Source: an optimization exercise on an open RTL-to-GDS flow (aim: small area and a short achievable clock period). Production flows keep margins and buffers that such runs may drop. At most, simulation tests tie the RTL to the original design; equivalence was not proved. Function not checked in run 4: the RTL went through the layout flow alone.

==> design/flow/design.v <==
module dab_conv (
    input  wire         clk,
    input  wire         rst,
    input  wire         in_valid,
    input  wire         in_expand,    
    input  wire [511:0] in_data,      
    input  wire [2:0]   in_nbias,     
    input  wire [3:0]   in_exp,       
    input  wire [3:0]   in_sh,        
    output reg          out_valid,
    output reg  [511:0] out_data,     
    output reg  [3:0]   out_exp,      
    output reg          out_ovf       
);
    reg         s1_valid;
    reg         s1_expand;
    reg [511:0] s1_data;
    reg [2:0]   s1_nbias;
    reg [3:0]   s1_exp;
    reg [3:0]   s1_sh;
    always @(posedge clk) begin
        if (rst)
            s1_valid <= 1'b0;
        else
            s1_valid <= in_valid;
        s1_expand <= in_expand;
        s1_data   <= in_data;
        s1_nbias  <= in_nbias;
        s1_exp    <= in_exp;
        s1_sh     <= in_sh;
    end
    reg [14:0] mag [0:31];
    integer i;
    always @* begin
        for (i = 0; i < 32; i = i + 1) begin
            if (s1_data[16*i+15])
                mag[i] = ~s1_data[16*i +: 15];
            else
                mag[i] = s1_data[16*i +: 15];
        end
    end
    reg [14:0] max_l1 [0:15];
    reg [14:0] max_l2 [0:7];
    reg [14:0] max_l3 [0:3];
    reg [14:0] max_l4 [0:1];
    reg [14:0] max_mag;
    always @* begin
        for (i = 0; i < 16; i = i + 1)
            max_l1[i] = (mag[2*i] > mag[2*i+1]) ? mag[2*i] : mag[2*i+1];
        for (i = 0; i < 8; i = i + 1)
            max_l2[i] = (max_l1[2*i] > max_l1[2*i+1]) ? max_l1[2*i] : max_l1[2*i+1];
        for (i = 0; i < 4; i = i + 1)
            max_l3[i] = (max_l2[2*i] > max_l2[2*i+1]) ? max_l2[2*i] : max_l2[2*i+1];
        for (i = 0; i < 2; i = i + 1)
            max_l4[i] = (max_l3[2*i] > max_l3[2*i+1]) ? max_l3[2*i] : max_l3[2*i+1];
        max_mag = (max_l4[0] > max_l4[1]) ? max_l4[0] : max_l4[1];
    end
    reg [3:0] bitlen;
    always @* begin
        bitlen = 4'd0;
        for (i = 0; i < 15; i = i + 1)
            if (max_mag[i])
                bitlen = i + 1;
    end
    wire [3:0] pack_e = (bitlen > 4'd7) ? (bitlen - 4'd7) : 4'd0;
    reg [255:0] pack_mant;
    reg signed [15:0] px;
    reg signed [15:0] pshift;
    always @* begin
        for (i = 0; i < 32; i = i + 1) begin
            px     = s1_data[16*i +: 16];
            pshift = px >>> pack_e;
            pack_mant[8*i +: 8] = pshift[7:0];
        end
    end
    reg [511:0] exp_data;
    reg         exp_ovf;
    reg signed [22:0] ex;
    reg signed [22:0] ey;
    always @* begin
        exp_ovf = 1'b0;
        for (i = 0; i < 32; i = i + 1) begin
            ex = {{15{s1_data[8*i+7]}}, s1_data[8*i +: 8]};
            ey = (ex <<< s1_exp) >>> s1_sh;
            exp_data[16*i +: 16] = ey[15:0];
            if (ey > 23'sd32767 || ey < -23'sd32768)
                exp_ovf = 1'b1;
        end
    end
    always @(posedge clk) begin
        if (rst)
            out_valid <= 1'b0;
        else
            out_valid <= s1_valid;
        if (s1_expand) begin
            out_data <= exp_data;
            out_exp  <= 4'd0;
            out_ovf  <= exp_ovf;
        end else begin
            out_data <= {256'd0, pack_mant};
            out_exp  <= pack_e + {1'b0, s1_nbias};
            out_ovf  <= 1'b0;
        end
    end
endmodule
==> design/flow/run.sh <==
#!/bin/bash
# synth_recipe.tcl (not shown) runs the flow's synth.tcl, then flattens the netlist and writes it again
# the make line also repeats each setting of config.mk as NAME=value (left out here)
make -C /OpenROAD-flow-scripts/flow DESIGN_CONFIG=/design/flow/config.mk WORK_HOME=/design/flow/orfs CLKGATE_MAP_FILE= SYNTH_SCRIPT=/design/flow/synth_recipe.tcl finish
==> design/flow/config.mk <==
export PLATFORM = sky130hd
export DESIGN_NAME = dab_conv
export DESIGN_NICKNAME = dab_conv
export VERILOG_FILES = /design/flow/design.v
export SDC_FILE = /design/flow/constraint.sdc
export NUM_CORES = 4
export LEC_CHECK = 0
export CAP_MARGIN = 20
export CORE_MARGIN = 2
export CORE_UTILIZATION = 25
export PLACE_DENSITY = 0.35
export SLEW_MARGIN = 20
==> design/flow/constraint.sdc <==
create_clock -name core_clock -period 16.0 [get_ports {clk}]
set_input_delay 3.2000 -clock core_clock [delete_from_list [all_inputs] [get_ports {clk}]]
set_output_delay 3.2000 -clock core_clock [all_outputs]
set_load 0.01 [all_outputs]
==> results.cfg, run 1 <==
[synthesis]
synth_cells = 14260
yosys-top-cells-area = dfxtp_1, mux2i_1, a21oi_1
yosysTopAreaCell = dfxtp_1
synth-main-ff-cell = dfxtp_1
synth_top_area_share_pct = 19.54
synthArstFlopShare_pct = 0
seq_area_frac_synth_pct = 19.54
ys_ff_latch = 1043
avgSynthCellArea_um2 = 7.492
yosysWarnings = 6
syn-num-nets = 15110
synth_area_mm2 = 0.1069
synth_edf_count = 0
ys_types = 128

[die]
die_h_um = 657.8
ios = 1045
dieArea_mm2 = 0.4327
start_util_pct = 25.06
core_mm2 = 0.4264
row_count = 240
die_width_um = 657.8

[timing]
fin_ws_ns = 0.5087
skew_ns = 0.1111
rsz0062_at_grt = false
setup_violations = 0
slew_headroom_pct = 10.70
hold_violations = 0
drv_slew = 0
tightest_slew_ns = 1.326
post-route-period-util_pct = 96.82
period_minus_slack_ns = 15.49
max_freq_mhz = 64.55

[worst_setup_path]
path_max_fanout = 25
crit_path_start = s1_data[223]
r2r_cells = 53
r2r_start = s1_data[223]
endpoint_kind = register
r2r-end = out_data[32]
critPathMostFrequentCell = a21oi_1
cp_top_family = compound AO/OA/AOI/OAI gates
crit_required_ns = 16.80
crit_type = register to register
startpoint_type = register
worstPathArrival_ns = 16.29
worst_path_largest_cell_delay_ns = 0.88
cp_slowest_cell = o21ai_0
crit_buf_inv = 8
r2r_slack_ns = 0.51

[worst_hold_path]
min_path_type = register to register
holdPathStages = 1
hold_end = out_valid
hp-start = s1_valid

[run]
cap_violations = 0

[cts]
clk_pin_slew_ns = 0.06
cts_buffer_depth = 4
cts_tree = built
clk_latency_ns = 0.97
htree_levels = 4
clock-sinks = 1043
cts.root.buffer_cell = clkbuf_16
cts_buffers = 148

[placement]
port_buffers = 1044
gp_congestion = 1.009
placedCellCount = 20420
place_ws_ns = -0.4298
hpwlAfterDp_mm = 608.1

[layout]
area_delta_synth_final_pct = 23.95
n_fill_cell = 46420
seq_area_mm2 = 0.02095
stdcell_count = 20780
drive_above_1_share_pct = 13.26
final_nets = 15740
multi_input_area_mm2 = 0.07989

[drt]
dr.pass1.iters = 7
wl_per_cell_um = 37.11
vias = 119300
via_per_inst = 5.742
drtIter0Drc = 12760
antenna_left = 0
drc_errors = 0
wl_mm = 771.2

[global_route]
grt_pass1_vias = 116400
grt_remaining_overflow = 0
antenna_found_initial = 102
grt_pass1_wl_mm = 1032
grt_use_total_pct = 34.15
grt_max_degree = 165

[outcome]
status = no timing/DRC/antenna violations
worst max path at each step:
| stage | end | depth (start not counted) |
|---|---|---|
| after floorplan | out_exp[3] | 71 |
| after global placement | out_data[156] | 65 |
| after detailed placement | out_data[156] | 65 |
| after CTS | out_data[91] | 69 |
| after global routing | out_data[0] | 70 |
| final | out_data[32] | 53 |
registers in the layout (all words and copies together), names as in the netlist:
| register | cells |
|---|---|
| s1_expand | 1 |
| out_exp | 4 |
| s1_nbias | 3 |
| out_valid | 1 |
| s1_valid | 1 |
| s1_data | 512 |
| s1_exp | 4 |
| out_ovf | 1 |
| s1_sh | 4 |
| out_data | 512 |
final cells by class:
type | count | area share (%)
multi-input cells | 11540 | 60.31
flip-flops and latches | 1043 | 15.82
repair buffers | 1918 | 13.79
well taps | 5687 | 5.372
clock buffers | 198 | 3.183
inverters | 244 | 0.7387
clock inverters | 67 | 0.6168
diodes | 88 | 0.1663
synth_stat cells, types with 70 or more instances:
master / instances
nor2_1: 1596
nand2_1: 1517
mux2i_1: 1503
a21oi_1: 1338
o21ai_0: 1086
dfxtp_1: 1043
clkbuf_1: 987
mux2_2: 418
xnor2_1: 358
a211oi_1: 341
ha_1: 321
xor2_1: 276
buf_1: 236
inv_1: 234
o22ai_1: 208
nand3_1: 199
mux4_2: 192
o211ai_1: 181
buf_2: 141
nor2b_1: 141
a31oi_1: 132
a21o_1: 123
a221oi_1: 122
nor3_1: 116
a22o_1: 104
a22oi_1: 92
nand4_1: 80
o221ai_1: 70
placed cells by master (no fill, tap or decap), types with 192 or more instances in the layout:
cell                n
a211oi_1          335
ha_1              320
dfxtp_1          1010
buf_4             770
mux2_2            418
nand3_1           197
nand2_1          1498
mux2i_1          1497
inv_1             229
clkdlybuf4s50_1  1044
a21oi_1          1326
nor2_1           1577
xor2_1            276
o21ai_0          1071
o22ai_1           208
mux4_2            192
xnor2_1           358
logic make-up after synthesis:
kind of cell / share of synthesized area (%)
xor+xnor: 5.318
mux: 22.62
compound gates: 25.36
simple gates: 16.53
fa+ha+maj: 4.194
buf+inv: 6.438
flops: 19.54
stage by stage:
step / util, % / TNS (ns) / hold slack, ns / area (um^2)
floorplan: - / 0 / 0.4138 / 106900
global placement: 29.73 / -116.62 / 0.4213 / 126800
detailed placement: 29.73 / -20.94 / 0.4297 / 126800
CTS: 30.93 / 0 / 0.4446 / 131900
global route: 31.04 / 0 / 0.4708 / 132400
finish: 31.06 / 0 / 0.4426 / 132500
repair_timing:
| item | in CTS | in global routing |
|---|---|---|
| cloned | 0 | 1 |
| buffers inserted | 0 | 3 |
| pin swaps | 0 | 2 |
| hold buffers | 0 | 0 |
| gates resized for setup | 16 | 73 |
| setup endpoints to repair | 218 | 260 |
layer usage:
layer,part of all wire [%],track usage [%]
met1,40,40.90
met2,45,55.11
met3,6.5,5.774
met4,8.5,24.98
met5,0.079,0
==> inputs of run 2 (changes only) <==
==> design/flow/design.v (replaced) <==
module dab_conv (
    input  wire         clk,
    input  wire         rst,
    input  wire         in_valid,
    input  wire         in_expand,    
    input  wire [511:0] in_data,      
    input  wire [2:0]   in_nbias,     
    input  wire [3:0]   in_exp,       
    input  wire [3:0]   in_sh,        
    output reg          out_valid,
    output reg  [511:0] out_data,     
    output reg  [3:0]   out_exp,      
    output reg          out_ovf       
);
    reg         s1_valid;
    reg         s1_expand;
    reg [511:0] s1_data;
    reg [2:0]   s1_nbias;
    reg [3:0]   s1_exp;
    reg [3:0]   s1_sh;
    always @(posedge clk) begin
        if (rst)
            s1_valid <= 1'b0;
        else
            s1_valid <= in_valid;
        s1_expand <= in_expand;
        s1_data   <= in_data;
        s1_nbias  <= in_nbias;
        s1_exp    <= in_exp;
        s1_sh     <= in_sh;
    end
    integer i, j, k;
    reg [14:7] big;
    always @* begin
        big = 8'd0;
        for (k = 0; k < 32; k = k + 1)
            for (j = 7; j < 15; j = j + 1)
                big[j] = big[j] | (s1_data[16*k+j] ^ s1_data[16*k+15]);
    end
    reg [3:0] pack_e;
    always @* begin
        pack_e = 4'd0;
        for (j = 7; j < 15; j = j + 1)
            if (big[j])
                pack_e = j - 6;
    end
    reg [8:0] psel;
    always @* begin
        for (j = 0; j < 9; j = j + 1)
            psel[j] = !s1_expand && (pack_e == j);
    end
    reg [15:0] eh, shh;
    always @* begin
        for (j = 0; j < 16; j = j + 1) begin
            eh[j]  = (s1_exp == j);
            shh[j] = (s1_sh == j);
        end
    end
    reg [30:0] xsel;    
    reg [30:0] xge;     
    always @* begin
        xsel = 31'd0;
        for (i = 0; i < 16; i = i + 1)
            for (j = 0; j < 16; j = j + 1)
                xsel[i - j + 15] = xsel[i - j + 15] | (eh[i] & shh[j]);
        for (j = 0; j < 31; j = j + 1)
            xsel[j] = xsel[j] & s1_expand;
        xge[30] = xsel[30];
        for (j = 29; j >= 0; j = j - 1)
            xge[j] = xge[j + 1] | xsel[j];
    end
    reg [6:0] nz;
    always @* begin
        nz = 7'd0;
        for (k = 0; k < 32; k = k + 1)
            for (j = 0; j < 7; j = j + 1)
                nz[j] = nz[j] | (s1_data[8*k+j] ^ s1_data[8*k+7]);
    end
    reg ovf;
    always @* begin
        ovf = 1'b0;
        for (j = 0; j < 7; j = j + 1)
            ovf = ovf | (nz[j] & xge[30-j]);
    end
    reg [511:0] res;
    reg [7:0]   m;
    reg [15:0]  x;
    always @* begin
        res = 512'd0;
        for (k = 0; k < 32; k = k + 1) begin
            m = s1_data[8*k +: 8];
            for (j = 0; j < 16; j = j + 1) begin
                res[16*k+j] = m[7] & s1_expand & !xge[j + 9];
                for (i = 0; i < 7; i = i + 1)
                    res[16*k+j] = res[16*k+j] | (m[i] & xsel[j - i + 15]);
            end
        end
        for (k = 0; k < 32; k = k + 1) begin
            x = s1_data[16*k +: 16];
            res[8*k+7] = res[8*k+7] | (x[15] & !s1_expand);
            for (i = 0; i < 7; i = i + 1)
                for (j = 0; j < 9; j = j + 1)
                    res[8*k+i] = res[8*k+i] | (x[i+j] & psel[j]);
        end
    end
    always @(posedge clk) begin
        if (rst)
            out_valid <= 1'b0;
        else
            out_valid <= s1_valid;
        out_data <= res;
        out_exp  <= s1_expand ? 4'd0 : pack_e + {1'b0, s1_nbias};
        out_ovf  <= ovf;
    end
endmodule
--- a/design/flow/config.mk
+++ b/design/flow/config.mk
@@ -9,4 +9,4 @@
 export CORE_MARGIN = 2
-export CORE_UTILIZATION = 25
-export PLACE_DENSITY = 0.35
+export CORE_UTILIZATION = 50
+export PLACE_DENSITY = 0.6
 export SLEW_MARGIN = 20
==> run 2 against run 1 <==
Net effect:
- the run now fails in global routing
- synthesized area shrank 41%
- synthesized cell count shrank 47%
==> results.cfg, run 2 <==
[synthesis]
yosys-top-cells-area = dfxtp_1, a222oi_1, a22oi_1
synth_area_mm2 = 0.06316
synth.most_common_cell = dfxtp_1
yosysTopAreaCell = dfxtp_1
synth_top_area_share_pct = 33.06
synth_edf_count = 0
ys_types = 102
syn-num-nets = 8099
yosysWarnings = 1
synth-main-ff-cell = dfxtp_1
ys_ff_latch = 1043
yosys-top-cells-count = dfxtp_1, clkbuf_1, nand2_1, a22oi_1, a222oi_1
synthArstFlopShare_pct = 0
seq_area_frac_synth_pct = 33.06
synth_cells = 7569
avgSynthCellArea_um2 = 8.345

[outcome]
stop_stage = global routing
firstError = [ERROR GRT-0116] Global routing finished with congestion. Check the congestion regions in the DRC Viewer.
status = did not finish

[placement]
gp_congestion = 1.190
placedCellCount = 9344
port_buffers = 1044
placed_cell_area_mm2 = 0.07374
hpwlAfterDp_mm = 314.6

[cts]
cts_buffers = 106
cts_buffer_depth = 3
cts_hold_buffers = 0
ctsResizeCount = 0
clock-sinks = 1043
htree_levels = 3
cts.root.buffer_cell = clkbuf_16
postCtsSetupBuffers = 0

[die]
die_width_um = 359.4
ios = 1045
start_util_pct = 50.30
die_h_um = 359.4
row_count = 130

[global_route]
grt_pass1_vias = 89590
grt_pass1_wl_mm = 744.9
grt_use_total_pct = 79.59
grt_max_degree = 170
grt_remaining_overflow = 7
==> run 2: logic make-up after synthesis <==
| family | share of synthesized area, % |
|---|---|
| adder cells (fa/ha/maj) | 0.07131 |
| AO/OA/AOI/OAI | 39.08 |
| AND/OR/NAND/NOR | 13.13 |
| XOR/XNOR | 5.144 |
| buffers and inverters | 8.847 |
| flip-flops | 33.06 |
| multiplexers | 0.6715 |
==> run 2: how the worst max path moves through the flow <==
stage,cells after the start,slack (ns),start,endpoint
4_1_cts,12,9.76,s1_data[287],out_data[188]
3_5_place_dp,12,9.77,s1_data[267],out_data[121]
3_3_place_gp,10,9.71,s1_data[287],out_data[99]
2_1_floorplan,0,12.47,out_data[0],out_data[0]
==> run 2: per-stage QoR <==
step	utilization, %	hold slack [ns]	setup slack [ns]
after floorplan	-	0.4004	12.47
after global placement	58.69	0.4216	9.715
after detailed placement	58.72	0.4296	9.767
after CTS	61.69	0.4472	9.756
==> run 2: routing by layer <==
layer	track usage [%]	overflow
met5	46.17	1
met4	77.51	5
met3	68.89	0
met2	92.94	1
met1	78.94	0
==> inputs of run 3 (changes only) <==
--- a/design/flow/design.v
+++ b/design/flow/design.v
@@ -51,21 +51,16 @@
     end
-    reg [15:0] eh, shh;
+    wire [4:0] dp = {1'b1, s1_exp} - {1'b0, s1_sh};    
+    reg [3:0]  bsel;
+    reg [7:0]  asel;
+    reg [15:0] sg;      
+    reg [6:0]  ovge;    
     always @* begin
-        for (j = 0; j < 16; j = j + 1) begin
-            eh[j]  = (s1_exp == j);
-            shh[j] = (s1_sh == j);
-        end
-    end
-    reg [30:0] xsel;    
-    reg [30:0] xge;     
-    always @* begin
-        xsel = 31'd0;
-        for (i = 0; i < 16; i = i + 1)
-            for (j = 0; j < 16; j = j + 1)
-                xsel[i - j + 15] = xsel[i - j + 15] | (eh[i] & shh[j]);
-        for (j = 0; j < 31; j = j + 1)
-            xsel[j] = xsel[j] & s1_expand;
-        xge[30] = xsel[30];
-        for (j = 29; j >= 0; j = j - 1)
-            xge[j] = xge[j + 1] | xsel[j];
+        for (j = 0; j < 4; j = j + 1)
+            bsel[j] = s1_expand && (dp[1:0] == j);
+        for (j = 0; j < 8; j = j + 1)
+            asel[j] = s1_expand && (dp[4:2] == j);
+        for (j = 0; j < 16; j = j + 1)
+            sg[j] = s1_expand && (4 * dp[4:2] < j + 6);
+        for (j = 0; j < 7; j = j + 1)
+            ovge[j] = s1_expand && (dp >= 31 - j);
     end
@@ -82,3 +77,3 @@
         for (j = 0; j < 7; j = j + 1)
-            ovf = ovf | (nz[j] & xge[30-j]);
+            ovf = ovf | (nz[j] & ovge[j]);
     end
@@ -86,3 +81,5 @@
     reg [7:0]   m;
+    reg [10:0]  z;
     reg [15:0]  x;
+    integer a;
     always @* begin
@@ -91,6 +88,13 @@
             m = s1_data[8*k +: 8];
+            for (j = 0; j < 11; j = j + 1) begin
+                z[j] = 1'b0;
+                for (i = 0; i < 4; i = i + 1)
+                    if (j >= i)
+                        z[j] = z[j] | (bsel[i] & m[(j - i > 7) ? 7 : (j - i)]);
+            end
             for (j = 0; j < 16; j = j + 1) begin
-                res[16*k+j] = m[7] & s1_expand & !xge[j + 9];
-                for (i = 0; i < 7; i = i + 1)
-                    res[16*k+j] = res[16*k+j] | (m[i] & xsel[j - i + 15]);
+                res[16*k+j] = m[7] & sg[j];
+                for (a = 0; a < 8; a = a + 1)
+                    if (j - 4 * (a - 4) >= 0 && j - 4 * (a - 4) <= 10)
+                        res[16*k+j] = res[16*k+j] | (asel[a] & z[j - 4 * (a - 4)]);
             end
--- a/design/flow/config.mk
+++ b/design/flow/config.mk
@@ -9,4 +9,4 @@
 export CORE_MARGIN = 2
-export CORE_UTILIZATION = 50
-export PLACE_DENSITY = 0.6
+export CORE_UTILIZATION = 40
+export PLACE_DENSITY = 0.5
 export SLEW_MARGIN = 20
==> run 3 against run 2 <==
Net effect:
- synthesized cell count decreased by 16%
- the run now finishes clean
- synthesized area decreased by 11%
==> results.cfg, run 3 <==
[outcome]
status = no timing/DRC/antenna violations

[layout]
final_nets = 7440
multi_input_area_mm2 = 0.03183
area_delta_synth_final_pct = 27.91
fin_util_pct = 51.54
drive_above_1_share_pct = 9.830
seq_area_mm2 = 0.02089
final_cell_mix = clkdlybuf4s50_1, dfxtp_1, nand2_1
final_common_cell = clkdlybuf4s50_1
largest_registers = out_data (512), s1_data (512)
n_fill_cell = 13020

[synthesis]
avgSynthCellArea_um2 = 8.807
synth_top_area_share_pct = 37.18
synth_area_mm2 = 0.05615
synth_edf_count = 0
yosysWarnings = 1
synthArstFlopShare_pct = 0
synth_cells = 6376
ys_ff_latch = 1043
synth-main-ff-cell = dfxtp_1
yosys-top-cells-area = dfxtp_1, mux2i_1, a221oi_1
ys_types = 79
syn-num-nets = 6912
yosysTopAreaCell = dfxtp_1
seq_area_frac_synth_pct = 37.18
synth.most_common_cell = dfxtp_1
yosys-top-cells-count = dfxtp_1, nand2_1, clkbuf_1, a221oi_1, mux2i_1

[placement]
hpwlAfterDp_mm = 289.1
gp_congestion = 1.082
place_ws_ns = 10.21
port_buffers = 1044

[timing]
drv_slew = 0
max_freq_mhz = 156.8
skew_ns = 0.04775
slew_headroom_pct = 4.902
setup_violations = 0
setup-tns-final_ns = 0
rsz0062_at_grt = false
hold_violations = 0
fin_ws_ns = 9.622
tightest_slew_ns = 1.425
period_minus_slack_ns = 6.378
post-route-period-util_pct = 39.86

[die]
start_util_pct = 40.29
core_mm2 = 0.1394
row_count = 137
ios = 1045
dieArea_mm2 = 0.1434
die_h_um = 378.7
die_width_um = 378.7

[cts]
clock-sinks = 1043
postCtsSetupBuffers = 0
htree_levels = 3
clk_latency_ns = 0.80
cts_buffers = 112
cts_tree = built
cts_hold_buffers = 0
clk_pin_slew_ns = 0.07
cts.root.buffer_cell = clkbuf_16
cts_buffer_depth = 3
ctsResizeCount = 0

[drt]
via_per_inst = 7.609
wl_mm = 413.4
drtIter0Drc = 15530
vias = 67820
drc_errors = 0
wl_per_cell_um = 46.38
antenna_left = 0
dr.pass1.iters = 14

[worst_setup_path]
critPathMostFrequentCell = buf_4
path_max_fanout = 61
startpoint_type = register
endpoint_kind = register
crit_type = register to register
crit_required_ns = 16.69
cp_slowest_cell = nor4_2
worst_path_largest_cell_delay_ns = 1.02
worstPathArrival_ns = 7.07
crit_chain = xor2_1, nor4_1, nand4_1, nor4_2, and4_4, and2_4, buf_4, buf_4, a222oi_1, o211ai_1

[global_route]
grt_pass1_vias = 61610
grt_remaining_overflow = 0
antenna_found_initial = 62
grt_use_total_pct = 55.02
grt_pass1_wl_mm = 544.8
grt_max_degree = 157

[worst_hold_path]
min_path_type = register to register

[run]
cap_violations = 0
[run 3: cell count changes after synthesis, sizes merged, moves of 74 or more]
cell	before	now
nand2	787	679
a22oi	732	208
o2111ai	109	30
clkbuf	917	549
nor2	151	257
mux2	3	109
buf	409	335
o221ai	8	110
mux2i	39	275
a222oi	604	125
nand3	307	189
a221oi	415	298
[run 3: through the flow]
stage / hold WS (ns) / cell area, um^2 / instances
4_1_cts: 0.4542 / 71700 / 8873
2_1_floorplan: 0.4138 / 56150 / 6376
3_5_place_dp: 0.4377 / 67700 / 8664
5_1_grt: 0.4682 / 71740 / 8879
6_report: 0.4505 / 71830 / 8913
3_3_place_gp: 0.4260 / 67680 / 8663
[run 3: cell families (layout without fill, tap and decap cells)]
kind of cell / after synthesis / after routing / synth area share [%]
other: 0 / 38 / 0
AO/OA/AOI/OAI: 2073 / 2073 / 28.82
XOR/XNOR: 375 / 375 / 5.849
adder cells (fa/ha/maj): 9 / 9 / 0.2273
buffers and inverters: 948 / 1571 / 6.856
AND/OR/NAND/NOR: 1501 / 1501 / 12.25
flip-flops: 1043 / 1043 / 37.18
multiplexers: 427 / 427 / 8.812
[run 3: cell type report]
class,instances,area share [%]
Multi-Input combinational cell,4385,44.32
Sequential cell,1043,29.08
Timing Repair Buffer,1298,17.30
Clock buffer,153,4.494
Tap cell,1876,3.268
Clock inverter,56,1.066
Inverter,64,0.3362
Antenna cell,38,0.1324
[run 3: final timing paths]
kind	start	endpoint	slack (ns)	cells after the start
setup reg to reg	s1_data[172]	out_data[121]	9.62	10
setup / recovery	s1_data[172]	out_data[121]	9.62	10
hold reg to reg	s1_data[384]	out_data[192]	0.45	2
hold / removal	s1_data[384]	out_data[192]	0.45	2
[run 3: routing by layer]
metal  wire (um)  vias up  global-route usage [%]
li1            -    25340                       -
met1      139200    32400                   62.65
met2      159000     7613                   74.99
met3       68610     2414                   28.92
met4       45590       54                   45.75
met5         930        -                   3.774
[run 3: critical path: cells and delay by family (launching register included)]
kind / cells / cell delay, ns
xor+xnor: 1 / 0.16
simple gates: 5 / 2.94
flops: 1 / 0.99
compound gates: 2 / 0.42
buf+inv: 2 / 1.63
==> inputs of run 4 (changes only) <==
==> design/flow/design.v (replaced) <==
module dab_conv (
    input  wire         clk,
    input  wire         rst,
    input  wire         in_valid,
    input  wire         in_expand,    
    input  wire [511:0] in_data,      
    input  wire [2:0]   in_nbias,     
    input  wire [3:0]   in_exp,       
    input  wire [3:0]   in_sh,        
    output reg          out_valid,
    output reg  [511:0] out_data,     
    output reg  [3:0]   out_exp,      
    output reg          out_ovf       
);
    integer i, j, k, a;
    reg [14:7] big;
    always @* begin
        big = 8'd0;
        for (k = 0; k < 32; k = k + 1)
            for (j = 7; j < 15; j = j + 1)
                big[j] = big[j] | (in_data[16*k+j] ^ in_data[16*k+15]);
    end
    reg [3:0] pack_e;
    always @* begin
        pack_e = 4'd0;
        for (j = 7; j < 15; j = j + 1)
            if (big[j])
                pack_e = j - 6;
    end
    reg [8:0] psel;
    always @* begin
        for (j = 0; j < 9; j = j + 1)
            psel[j] = !in_expand && (pack_e == j);
    end
    reg [255:0] d1;
    reg [15:0]  x;
    always @* begin
        for (k = 0; k < 32; k = k + 1) begin
            x = in_data[16*k +: 16];
            d1[8*k+7] = in_expand ? in_data[8*k+7] : x[15];
            for (i = 0; i < 7; i = i + 1) begin
                d1[8*k+i] = in_expand & in_data[8*k+i];
                for (j = 0; j < 9; j = j + 1)
                    d1[8*k+i] = d1[8*k+i] | (x[i+j] & psel[j]);
            end
        end
    end
    wire [4:0] dp = {1'b1, in_exp} - {1'b0, in_sh};
    reg [6:0] nz;
    reg       ovf;
    always @* begin
        nz = 7'd0;
        for (k = 0; k < 32; k = k + 1)
            for (j = 0; j < 7; j = j + 1)
                nz[j] = nz[j] | (in_data[8*k+j] ^ in_data[8*k+7]);
        ovf = 1'b0;
        for (j = 0; j < 7; j = j + 1)
            ovf = ovf | (nz[j] & (dp >= 31 - j));
        ovf = ovf & in_expand;
    end
    reg         r_valid;
    reg         r_expand;
    reg [255:0] r_data;
    reg [4:0]   r_aux;     
    reg [2:0]   r_nbias;
    reg         r_ovf;
    always @(posedge clk) begin
        if (rst)
            r_valid <= 1'b0;
        else
            r_valid <= in_valid;
        r_expand <= in_expand;
        r_data   <= d1;
        r_aux    <= in_expand ? dp : {1'b0, pack_e};
        r_nbias  <= in_nbias;
        r_ovf    <= ovf;
    end
    reg [3:0]  bsel;
    reg [7:0]  asel;
    reg [15:0] sg;      
    always @* begin
        for (j = 0; j < 4; j = j + 1)
            bsel[j] = r_expand && (r_aux[1:0] == j);
        for (j = 0; j < 8; j = j + 1)
            asel[j] = r_expand && (r_aux[4:2] == j);
        for (j = 0; j < 16; j = j + 1)
            sg[j] = r_expand && (4 * r_aux[4:2] < j + 6);
    end
    reg [511:0] res;
    reg [7:0]   m;
    reg [10:0]  z;
    always @* begin
        for (k = 0; k < 32; k = k + 1) begin
            m = r_data[8*k +: 8];
            for (j = 0; j < 11; j = j + 1) begin
                z[j] = 1'b0;
                for (i = 0; i < 4; i = i + 1)
                    if (j >= i)
                        z[j] = z[j] | (bsel[i] & m[(j - i > 7) ? 7 : (j - i)]);
            end
            for (j = 0; j < 16; j = j + 1) begin
                res[16*k+j] = m[7] & sg[j];
                for (a = 0; a < 8; a = a + 1)
                    if (j - 4 * (a - 4) >= 0 && j - 4 * (a - 4) <= 10)
                        res[16*k+j] = res[16*k+j] | (asel[a] & z[j - 4 * (a - 4)]);
            end
        end
        for (k = 0; k < 256; k = k + 1)
            res[k] = res[k] | (r_data[k] & !r_expand);
    end
    always @* begin
        out_valid = r_valid;
        out_data  = res;
        out_exp   = r_expand ? 4'd0 : r_aux[3:0] + {1'b0, r_nbias};
        out_ovf   = r_ovf;
    end
endmodule
==> design/flow/flow/run.sh (new file) <==
#!/bin/bash
set -euo pipefail
MARGIN=$(cat flow/margin.txt)
bash standard.sh synth > synth.log 2>&1
bash standard.sh "BUFFER_PORTS_ARGS=-buffer_cell sky130_fd_sc_hd__buf_2" \
    "SETUP_SLACK_MARGIN=$MARGIN" finish > layout.log 2>&1
==> design/flow/flow/margin.txt (new file) <==
10.5
==> design/flow/standard.sh (new file) <==
#!/bin/bash
# synth_recipe.tcl (not shown) runs the flow's synth.tcl, then flattens the netlist and writes it again
# the make line also repeats each setting of config.mk as NAME=value (left out here)
make -C /OpenROAD-flow-scripts/flow DESIGN_CONFIG=/design/flow/config.mk WORK_HOME=/design/flow/orfs CLKGATE_MAP_FILE= SYNTH_SCRIPT=/design/flow/synth_recipe.tcl "${@:-finish}"
removed: design/flow/run.sh
==> run 4 against run 3 <==
Net effect:
- the flow now stops in global routing
- synthesized cell count is 11% lower
- synthesized area down 28%
==> results.cfg, run 4 <==
[cts]
cts.root.buffer_cell = clkbuf_16
cts_buffer_depth = 3
clock-sinks = 267
cts_hold_buffers = 0
cts_buffers = 30
htree_levels = 1

[synthesis]
yosys-top-cells-count = nand2_1, clkbuf_1, a22oi_1, o21ai_0, a221oi_1
ys_types = 64
synth_cells = 5645
avgSynthCellArea_um2 = 7.200
synth_top_area_share_pct = 13.15
ys_ff_latch = 267
synth_area_mm2 = 0.04064
yosysWarnings = 1
synth-main-ff-cell = dfxtp_1
yosys-top-cells-area = dfxtp_1, a22oi_1, nand2_1
seq_area_frac_synth_pct = 13.15
yosysTopAreaCell = dfxtp_1
synthArstFlopShare_pct = 0
synth_edf_count = 0
syn-num-nets = 6181
synth.most_common_cell = nand2_1

[global_route]
grt_remaining_overflow = 998
grt_max_degree = 92
grt_pass1_wl_mm = 675.0
grt_pass1_vias = 75510
grt_use_total_pct = 89.43

[placement]
gp_congestion = 1.140
placedCellCount = 7328
place_ws_ns = 7.510
port_buffers = 1044
hpwlAfterDp_mm = 249.7

[die]
start_util_pct = 40.46
row_count = 116
ios = 1045
die_width_um = 322.8
die_h_um = 322.8

[outcome]
firstError = [ERROR GRT-0116] Global routing finished with congestion. Check the congestion regions in the DRC Viewer.
stop_stage = global routing
status = did not finish
run 4: kinds of logic after synthesis:
kind of cell	synth area share, %
flip-flops	13.15
XOR/XNOR	8.017
adder cells (fa/ha/maj)	0.3140
buffers and inverters	8.783
multiplexers	9.667
AND/OR/NAND/NOR	15.53
AO/OA/AOI/OAI	44.54
run 4: routing by layer:
metal,overflow,GRT usage [%]
met2,440,97.89
met1,85,88.34
met3,124,83.59
met5,18,69.44
met4,331,88.19
run 4: worst min path at each step:
stage	end	startpoint	cells after the start	slack, ns
after CTS	r_nbias[1]	in_nbias[1]	1	2.69
after detailed placement	r_nbias[1]	in_nbias[1]	1	3.30
after global placement	r_nbias[1]	in_nbias[1]	1	3.31
after floorplan	r_expand	in_expand	0	3.23
run 4: metrics by stage:
stage / area, um^2 / utilization (%) / hold WS, ns
3_3_place_gp: 45530 / 45.33 / 3.307
2_1_floorplan: 41460 / - / 3.228
4_1_cts: 64110 / 63.83 / 2.688
3_5_place_dp: 45530 / 45.33 / 3.305
run 4: timing repair:
action | 4_1_cts
setup endpoints to repair | 750
buffers inserted | 426
cloned | 225
pin swaps | 685
gates resized for setup | 1844

separate check: timing with driven ports:
In the flow no input, the clock included, has a driving cell. The finished layouts below were timed again as built, in two steps.
Step 1: set_driving_cell puts a clkbuf_16 on clk and a buf_2 on each other input, an assumption about the parent block.
Step 2 times the ports against the registers' clock, not the clock port: input delays grow and output delays shrink by t, the midpoint of the rising clock arrivals with the driver on.
Three values: no drivers, after step 1, after step 2; two values: the first two.
run	t (ns)	slack for setup (ns)	worst setup path after step 2	clock arrival spread, ns	cell pins on the clock port's net
run 1	1.052	0.509 / 0.509 / 0.509	register to register	0.111 / 0.111	1
run 3	0.867	9.622 / 9.622 / 9.622	register to register	0.049 / 0.049	1
After both steps setup and hold are still met in every run listed.
